Context: an optimization exercise on an open-source flow, tuned for small area and a short achievable clock period. The choices shown serve that exercise and are no tape-out recipe.
In this exercise RTL edits were held to simulation tests only and were not proved equivalent to the original.
No activity file was given, so power comes from the tool's default toggle rates.

## try-delta
==> flow/design.v (excerpt) <==
module welt_rx_flight (
    input  wire         clk,
    input  wire         rst,           
    input  wire         cfg_enc,       
    input  wire         in_valid,
    input  wire [255:0] in_data,       
    output reg          s_valid,
    output reg  [2:0]   s_kind,
    output reg          s_fwd,
    output reg          s_hfail,
    output reg          f_valid,
    output reg  [1:0]   f_result,
    output reg          f_crc_ok,
    output reg          f_hdr_ok,
    output reg  [15:0]  f_fseq,
    output wire         f_fill_next,
    output wire [15:0]  f_ack_seq,
    output wire         f_nak,
    output wire [1:0]   f_nak_rpl
);
    localparam [2:0] K_HEADER = 3'd0;
    localparam [2:0] K_DATA   = 3'd1;
    localparam [2:0] K_LINK   = 3'd2;
    localparam [2:0] K_FILL   = 3'd3;
    localparam [2:0] K_TAG    = 3'd4;
    localparam [2:0] K_SEAL   = 3'd5;
    localparam [1:0] R_ACCEPT  = 2'd0;
    localparam [1:0] R_EMPTY   = 2'd1;
    localparam [1:0] R_DISCARD = 2'd2;
    localparam [1:0] R_FAIL    = 2'd3;
    localparam [8:0] MAX_LEN = 9'd320;
    reg         v1;
    reg [255:0] d1;
    always @(posedge clk) begin
  ...
export LEC_CHECK = 0
export CAP_MARGIN = 20
export CORE_MARGIN = 2
export CORE_UTILIZATION = 40
export SLEW_MARGIN = 20
create_clock -name core_clock -period 10.0 [get_ports {clk}]
standard.sh (not shown) runs the stock make flow with config.mk's settings and CLKGATE_MAP_FILE= SYNTH_SCRIPT=/design/flow/synth_recipe.tcl, a recipe that flattens the netlist after the stock synthesis.
==> flow/flow/run.sh <==
#!/bin/bash
# Layout flow: the standard ORFS flow (standard.sh, unchanged synthesis),
# with two ORFS settings passed through the environment:
#  - the port buffers that ORFS inserts on every input and output are
#    sky130_fd_sc_hd__buf_1 instead of ORFS's default pick (clkdlybuf4s50_1);
set -euo pipefail
export BUFFER_PORTS_ARGS="-buffer_cell sky130_fd_sc_hd__buf_1"
export SETUP_SLACK_MARGIN=6.5
bash standard.sh > standard.log 2>&1
Setup changes, try-delta to try-cedar
# try-delta
export LEC_CHECK = 0
export CAP_MARGIN = 20
export CORE_MARGIN = 2
export CORE_UTILIZATION = 40
export SLEW_MARGIN = 20
create_clock -name core_clock -period 10.0 [get_ports {clk}]
# try-cedar
export LEC_CHECK = 0
export CAP_MARGIN = 20
export CORE_MARGIN = 2
export CORE_UTILIZATION = 50
export PLACE_DENSITY = 0.72
export SLEW_MARGIN = 20
create_clock -name core_clock -period 10.0 [get_ports {clk}]
try-cedar vs. try-delta: wire length of the first global-routing pass went down 5.0%; number of global-route vias before repair went up 181; final instance area went down about 1.6%; clock group share of total power went down 0.8 points.
Modified inputs, try-xenon compared to try-cedar
# try-cedar
export LEC_CHECK = 0
export CAP_MARGIN = 20
export CORE_MARGIN = 2
export CORE_UTILIZATION = 50
export PLACE_DENSITY = 0.72
export SLEW_MARGIN = 20
create_clock -name core_clock -period 10.0 [get_ports {clk}]
# try-xenon
export LEC_CHECK = 0
export CAP_MARGIN = 20
export CORE_MARGIN = 2
export CORE_UTILIZATION = 50
export SLEW_MARGIN = 20
create_clock -name core_clock -period 10.0 [get_ports {clk}]
diff --git a/flow/flow/run.sh b/flow/flow/run.sh
--- a/flow/flow/run.sh
+++ b/flow/flow/run.sh
@@ -8 +8 @@
-export SETUP_SLACK_MARGIN=6.5
+export SETUP_SLACK_MARGIN=6.7
## What came out
Power density over the cells (try-xenon vs. try-cedar) decreases slightly
As of try-xenon, multi-input logic area had risen by a few percent compared to try-cedar.
Summary — count of placed standard cells including taps, try-xenon relative to try-cedar: lower, by about 0.5%.
On try-xenon: routed length on met2 is 4500 um lower than what try-cedar gave.
Re cell area: try-cedar and try-xenon aren't equal, and the higher value belongs to try-xenon.
Cmp try-cedar and try-xenon / final worst slack / lower: try-cedar
Setup changes, try-xenon to try-violet
diff --git a/flow/flow/run.sh b/flow/flow/run.sh
--- a/flow/flow/run.sh
+++ b/flow/flow/run.sh
@@ -8 +8 @@
-export SETUP_SLACK_MARGIN=6.7
+export SETUP_SLACK_MARGIN=6.5
==> comparison <==
- Lower sequential share of layout area among try-violet and try-xenon: try-xenon
- Global-route wire length before repair: try-violet vs try-xenon up 4.1%
- try-violet — part of the total power dissipated in the clock network 0.8 points higher, try-xenon as reference
- Total power after layout delta (try-violet -> try-xenon): insignificant
- Lower total of clock buffers placed in the layout was reported by try-xenon, not try-violet.
- try-violet vs try-xenon on cell count after placement: try-violet is the higher one.
- Comparing try-violet and try-xenon, final critical-path share of the clock period is higher on try-violet.
- Summary — area after detailed placement, try-violet relative to try-xenon: higher, by 230 um2.
- | final cell count | try-violet vs try-xenon | ≈ equal |
- try-violet against try-xenon: signed area change from the synthesized netlist to the final layout decreased by 1.6 points relative to the old numbers; count of antenna diodes in the layout increased by 2 relative to the old numbers.

========
Setup of JK:
welt_rx_flight, a different RTL version from the one above (not shown whole).
For scale: roughly 3000 cells after synthesis, roughly 430 flip-flops.
Settings: LEC_CHECK=0, CAP_MARGIN=20, CORE_MARGIN=2, CORE_UTILIZATION=50, CTS_BUF_LIST=sky130_fd_sc_hd__clkbuf_8, CTS_CLUSTER_SIZE=30, SLEW_MARGIN=20; clock period 10.0 ns.
==> flow/flow/run.sh <==
#!/bin/bash
# Layout flow: the standard ORFS flow (standard.sh, unchanged synthesis).
# The only change: the port buffers that ORFS inserts on every input and
# output are sky130_fd_sc_hd__buf_1 instead of ORFS's default pick
# (clkdlybuf4s50_1, a slow delay cell).  Clock, period and I/O constraints
# are the standard flow's own.
set -euo pipefail
export BUFFER_PORTS_ARGS="-buffer_cell sky130_fd_sc_hd__buf_1"
bash standard.sh > standard.log 2>&1
diff inputs: JK => MS
- CAP_MARGIN changed from 20 to 40
- CTS_BUF_LIST removed (was sky130_fd_sc_hd__clkbuf_8)
- CTS_CLUSTER_SIZE removed (was 30)
- SLEW_MARGIN changed from 20 to 70
Results
Compared with JK, in MS number of standard cells in the final layout excluding fillers rose by 145, overall power went up, sequential fraction of total cell area -3.5 points, post-route cell area increased about 20%.
JK -> MS: max-slew violation count delta 0, exact match
Lower area growth from synthesis to layout goes to JK over MS.
No stage failed in MS, and the final checks on the layout all came back clean.
Clock network fraction of design power: MS higher than JK
Higher standby leakage power was reported by MS, not JK.
MS has time the final worst path needs with I/O delays and setup below what JK had.
Edits applied to the flow inputs when going from MS to AL:
- swapping 70 for 40 in SLEW_MARGIN
- swapping 50 for 25 in CORE_UTILIZATION
==> flow/run.sh (new file) <==
#!/bin/bash
# synth_recipe.tcl (not shown) runs the flow's synth.tcl, then flattens the netlist and writes it again
# the make line also repeats each setting of config.mk as NAME=value (left out here)
make -C /OpenROAD-flow-scripts/flow DESIGN_CONFIG=/design/flow/config.mk WORK_HOME=/design/flow/orfs CLKGATE_MAP_FILE= SYNTH_SCRIPT=/design/flow/synth_recipe.tcl finish
removed: flow/flow/run.sh
removed: flow/standard.sh
Results
Result for MS and AL: all clean. Fill cell instance count of the final layout ends up lower on MS. Cmp MS and AL / area of the core region / higher: AL. Going from MS to AL, design area decreased by about 5.6% relative to the old numbers; starting utilization of the core area dropped 25 points; final critical-path required period shows an increase of 0.66 ns. On sequential share of layout area, the higher figure sits with AL, not MS.
Relative to AL, the following input files were edited for TR:
- SLEW_MARGIN changed from 40 to 20
- CAP_MARGIN changed from 40 to 20
- CORE_UTILIZATION changed from 25 to 50
==> flow/flow/run.sh (new file) <==
#!/bin/bash
# Layout flow: the standard ORFS flow (standard.sh, unchanged synthesis),
# with two placement/repair settings passed to ORFS through the environment:
#  - the port buffers that ORFS inserts on every input and output are
#    sky130_fd_sc_hd__buf_1 instead of the default pick (clkdlybuf4s50_1);
#  - timing repair works to a setup slack margin (SETUP_SLACK_MARGIN ns).
# The clock, its period and the I/O constraints are the standard flow's own.
set -euo pipefail
export BUFFER_PORTS_ARGS="-buffer_cell sky130_fd_sc_hd__buf_1"
export SETUP_SLACK_MARGIN=6.5
bash standard.sh > standard.log 2>&1
==> flow/standard.sh (new file) <==
#!/bin/bash
# synth_recipe.tcl (not shown) runs the flow's synth.tcl, then flattens the netlist and writes it again
# the make line also repeats each setting of config.mk as NAME=value (left out here)
make -C /OpenROAD-flow-scripts/flow DESIGN_CONFIG=/design/flow/config.mk WORK_HOME=/design/flow/orfs CLKGATE_MAP_FILE= SYNTH_SCRIPT=/design/flow/synth_recipe.tcl "${@:-finish}"
removed: flow/run.sh
## What came out
Summary of the comparison: tightest hold margin is higher in TR, relative to AL. Clock-cell share of area essentially unchanged between AL and TR. Share of the cycle needed by the critical path after routing came out lower on TR than on AL. Overall power consumption: TR < AL. TR against AL: non-clock buffer count in the final layout dropped 84, sequential group share of total power up 1.3 points, share of final-layout standard cells stronger than drive strength 1 went down by 3.2 points. Comparing AL and TR, the higher number of nets in the finished design was measured on AL. Route | TR vs AL | wire shorter in TR. TR vs AL: worst setup slack up. Re post-cts sizing count: AL was lower than TR.
Input changes introduced in PW (baseline for comparison: TR):
- swapping 20 for 0 in CAP_MARGIN
- swapping 20 for 0 in SLEW_MARGIN
==> flow/flow/run.sh <==
#!/bin/bash
# Layout flow: the standard ORFS flow (standard.sh, unchanged synthesis).
# The only change: the port buffers that ORFS inserts on every input and
# output are sky130_fd_sc_hd__buf_1 instead of ORFS's default pick
# (clkdlybuf4s50_1, a slow delay cell).  Clock, period and I/O constraints
# are the standard flow's own.
set -euo pipefail
export BUFFER_PORTS_ARGS="-buffer_cell sky130_fd_sc_hd__buf_1"
bash standard.sh > standard.log 2>&1
[summary]
The flow for PW finished, though final verification flagged max-capacitance violations, max-slew violations.
[compare] base=TR new=PW: area of all placed cells without fillers saw a decrease, routing usage on met2 rose 0.58 points, sequential fraction of total cell area picked up an extra 0.43 points, worst setup slack decreased by 0.99 ns relative to the old numbers, first-iteration DRC count went up.
Compared with TR, routed wire length in PW increased by a few percent.
PW against TR: latest clock arrival within the worst-skew pair essentially unchanged, non-clock buffer count went up, worst max-slew margin expressed relative to the limit -29 points.
sky130_fd_sc_hd__xnor2_1 as the master of the slowest instance on the critical path was reported by PW, and sky130_fd_sc_hd__xor2_1 by TR.

========
## run A
welt_rx_flight again, from the RTL that the note above started with.
==> flow/config.mk <==
export PLATFORM = sky130hd
export DESIGN_NAME = welt_rx_flight
export DESIGN_NICKNAME = welt_rx_flight
export VERILOG_FILES = /design/flow/design.v
export SDC_FILE = /design/flow/constraint.sdc
export NUM_CORES = 4
export LEC_CHECK = 0
export CAP_MARGIN = 20
export CORE_MARGIN = 2
export CORE_UTILIZATION = 65
export SLEW_MARGIN = 20
==> flow/constraint.sdc <==
create_clock -name core_clock -period 10.0 [get_ports {clk}]
set_input_delay 2.0000 -clock core_clock [delete_from_list [all_inputs] [get_ports {clk}]]
set_output_delay 2.0000 -clock core_clock [all_outputs]
set_load 0.01 [all_outputs]
==> flow/flow/run.sh <==
#!/bin/bash
# Layout flow: the standard ORFS flow (standard.sh, unchanged synthesis),
# with two placement/repair settings passed to ORFS through the environment:
#  - the port buffers that ORFS inserts on every input and output are
#    sky130_fd_sc_hd__buf_1 instead of the default pick (clkdlybuf4s50_1);
#  - timing repair works to a setup slack margin (SETUP_SLACK_MARGIN ns).
# The clock, its period and the I/O constraints are the standard flow's own.
set -euo pipefail
export BUFFER_PORTS_ARGS="-buffer_cell sky130_fd_sc_hd__buf_1"
export SETUP_SLACK_MARGIN=6.5
bash standard.sh > standard.log 2>&1
Run A: it failed during global routing (5_1_grt), and the tool reported GRT-0116.
#### Input delta (run B over run A)
- swapping 65 for 50 in CORE_UTILIZATION
==> flow/flow/run.sh <==
#!/bin/bash
# Layout flow: the standard ORFS flow (standard.sh, unchanged synthesis).
# The only change: the port buffers that ORFS inserts on every input and
# output are sky130_fd_sc_hd__buf_1 instead of ORFS's default pick
# (clkdlybuf4s50_1, a slow delay cell).  Clock, period and I/O constraints
# are the standard flow's own.
set -euo pipefail
export BUFFER_PORTS_ARGS="-buffer_cell sky130_fd_sc_hd__buf_1"
bash standard.sh > standard.log 2>&1
Findings:
Of run B and run A, only run A fails to reach the end of the flow. Synthesized area came out exactly the same in run B and run A. Delta (run B minus run A): number of flops mapped to enable cells by yosys ~0 delta, area fraction in compound gates after synthesis ~0 delta, initial cell density of the core -15 points, total placed instance area +1.6%.
#### Input delta (run C over run B)
- changing CORE_UTILIZATION from 50 to 25
- changing SLEW_MARGIN from 20 to 40
- changing CAP_MARGIN from 20 to 40
==> flow/flow/run.sh <==
#!/bin/bash
# Layout flow: the standard ORFS flow (standard.sh, unchanged synthesis),
# with two placement/repair settings passed to ORFS through the environment:
#  - the port buffers that ORFS inserts on every input and output are
#    sky130_fd_sc_hd__buf_1 instead of the default pick (clkdlybuf4s50_1);
#  - timing repair works to a setup slack margin (SETUP_SLACK_MARGIN ns).
# The clock, its period and the I/O constraints are the standard flow's own.
set -euo pipefail
export BUFFER_PORTS_ARGS="-buffer_cell sky130_fd_sc_hd__buf_1"
export SETUP_SLACK_MARGIN=6.5
bash standard.sh > standard.log 2>&1
[summary]
Number of CTS-inserted buffers was lower in run B than in run C. Number of hold buffers added after CTS: run C vs run B, no meaningful difference. | routed length per instance | run C vs run B | 3.2% lower |.
Modified inputs, run D compared to run C
- CORE_UTILIZATION: 25 -> 50
- CAP_MARGIN: 40 -> 20
- SLEW_MARGIN: 40 -> 20
==> flow/flow/run.sh <==
#!/bin/bash
# Layout flow: the standard ORFS flow (standard.sh, unchanged synthesis),
# with two ORFS settings passed through the environment:
#  - the port buffers that ORFS inserts on every input and output are
#    sky130_fd_sc_hd__buf_1 instead of ORFS's default pick (clkdlybuf4s50_1);
set -euo pipefail
export BUFFER_PORTS_ARGS="-buffer_cell sky130_fd_sc_hd__buf_1"
export SETUP_SLACK_MARGIN=6.5
bash standard.sh > standard.log 2>&1
==> run summary <==
- Critical path depth came out exactly the same in run C and run D.
- Run D reports its cell with the biggest individual delay on the critical path as sky130_fd_sc_hd__xor2_1 while run C reports sky130_fd_sc_hd__dfxtp_1.
- Taking run C as the reference point, the global-route usage of run D rises by 22 points.
- The detailed router's first-iteration violation count in run D sits 33% above the value recorded for run C.
- Count of unique library cells instantiated by Yosys essentially unchanged between run C and run D.
- Fraction of area in registers in run D is 1.5 points higher than in run C

========
## the baseline
RTL: one of the versions met above, not the one the previous note started from.
Size in the first run: about 3000 cells after synthesis, about 400 flip-flops, ~310 I/O pins.
export LEC_CHECK = 0
export CAP_MARGIN = 20
export CORE_MARGIN = 2
export CORE_UTILIZATION = 50
export SLEW_MARGIN = 20
create_clock -name core_clock -period 10.0 [get_ports {clk}]
==> flow/flow/run.sh <==
#!/bin/bash
# Layout flow: the standard ORFS flow (standard.sh).  Synthesis is
# standard.sh's, unchanged.  The layout steps after it run the same make
# command with these ORFS settings:
#  - the port buffers that ORFS inserts on every input and output are
#    sky130_fd_sc_hd__buf_1 instead of ORFS's default pick (clkdlybuf4s50_1);
#  - ORFS's timing repair works to a setup slack margin of SETUP_SLACK_MARGIN ns;
set -euo pipefail
export BUFFER_PORTS_ARGS="-buffer_cell sky130_fd_sc_hd__buf_1"
export SETUP_SLACK_MARGIN=6.5
bash standard.sh synth > synth.log 2>&1
sed 's/CLKGATE_MAP_FILE= /CLKGATE_MAP_FILE= MATCH_CELL_FOOTPRINT=0 /' standard.sh > layout.sh
grep -q 'MATCH_CELL_FOOTPRINT=0' layout.sh
bash layout.sh > layout.log 2>&1
The flow did not stop early for the baseline: all stages ran, and the layout cleared the timing, design-rule and antenna checks.
diff inputs: the baseline => the candidate
==> flow/flow/run.sh <==
#!/bin/bash
# Layout flow: the standard ORFS flow (standard.sh, unchanged synthesis),
# with ORFS settings passed through the environment:
#  - the port buffers that ORFS inserts on every input and output are
#    sky130_fd_sc_hd__buf_1 instead of ORFS's default pick (clkdlybuf4s50_1);
#  - ORFS's timing repair works to a setup slack margin of SETUP_SLACK_MARGIN ns;
set -euo pipefail
export BUFFER_PORTS_ARGS="-buffer_cell sky130_fd_sc_hd__buf_1"
export SETUP_SLACK_MARGIN=6.5
export POST_RESIZE_TCL="$(pwd)/flow/post_resize.tcl"
bash standard.sh > standard.log 2>&1
==> flow/flow/post_resize.tcl (new file) <==
# ORFS hook at the end of the placement-stage repair_design
# (3_4_place_resized), before detailed placement legalizes the cells:
# the slot register d1 drives the wide XOR networks over long wires, so its
# flip-flops get the next drive strength (same cell type, dfxtp_1 -> dfxtp_4).
set n 0
foreach inst [get_cells {d1[*]*}] {
  if {[get_property [get_lib_cells -of_objects $inst] name] == "sky130_fd_sc_hd__dfxtp_1"} {
    replace_cell $inst sky130_fd_sc_hd__dfxtp_4
    incr n
  }
}
puts "post_resize.tcl: resized $n d1 flip-flops to dfxtp_4"
Findings:
- The candidate ends up with lower minimum clock period than the baseline does.
- The candidate vs. the baseline: cell depth of the worst flop-to-flop path increased 2, clock skew barely changed, hold slack saw little to no change, multi-input logic portion of the cell area shrank by 1.7 points.
- Diff the baseline..the candidate | cell count | negligible
- Biggest fanout along the worst timing path: the candidate < the baseline
- Per the comparison of the candidate with the baseline, sequential share of layout area increased 2.2 points, share of total power in combinational logic grew by 0.5 points, layout-stage area growth over the synthesis result rose 1.7 points.

==> port drivers added, routing unchanged <==
The results above use ideal ports. As a check the final layouts listed here were re-extracted and re-timed, cells and wires unchanged.
Step 1 assumes that a clkbuf_16 drives the clock port and a buf_2 every other input.
Step 2 also shifts input and output timing later by t, the mid clock arrival at the registers, as if the neighbouring blocks saw the same clock.
a / b / c = no drivers / after step 1 / after step 2; a / b = the first two.
| run | t, ns | setup WS [ns] | slew at the worst register clock pin (ns) | cell pins on the clock port's net |
|---|---|---|---|---|
| try-delta | 0.694 | 6.293 / 6.293 / 6.170 | 0.08 / 0.08 | 1 |
| try-cedar | 0.665 | 6.113 / 6.113 / 6.113 | 0.07 / 0.07 | 1 |
| try-xenon | 0.694 | 6.321 / 6.321 / 6.151 | 0.08 / 0.08 | 1 |
| try-violet | 0.684 | 6.241 / 6.241 / 6.241 | 0.07 / 0.07 | 1 |
| JK | 0.799 | 5.275 / 5.275 / 5.275 | 0.08 / 0.08 | 1 |
| MS | 0.706 | 6.200 / 6.200 / 6.200 | 0.08 / 0.08 | 1 |
| AL | 0.746 | 5.541 / 5.541 / 5.541 | 0.07 / 0.07 | 1 |
| TR | 0.695 | 6.204 / 6.204 / 6.204 | 0.08 / 0.08 | 1 |
| PW | 0.691 | 5.219 / 5.219 / 5.219 | 0.08 / 0.08 | 1 |
| run B | 0.696 | 5.311 / 5.311 / 5.311 | 0.08 / 0.08 | 1 |
| run C | 0.737 | 6.281 / 6.281 / 6.281 | 0.08 / 0.08 | 1 |
| run D | 0.695 | 6.204 / 6.204 / 6.204 | 0.08 / 0.08 | 1 |
| the baseline | 0.691 | 6.142 / 6.142 / 6.142 | 0.08 / 0.08 | 1 |
| the candidate | 0.692 | 6.176 / 6.176 / 6.176 | 0.07 / 0.07 | 1 |
For try-xenon, which loses most, drivers alone change the setup slack by 0.000 ns; drivers and shift together by -0.170 ns.
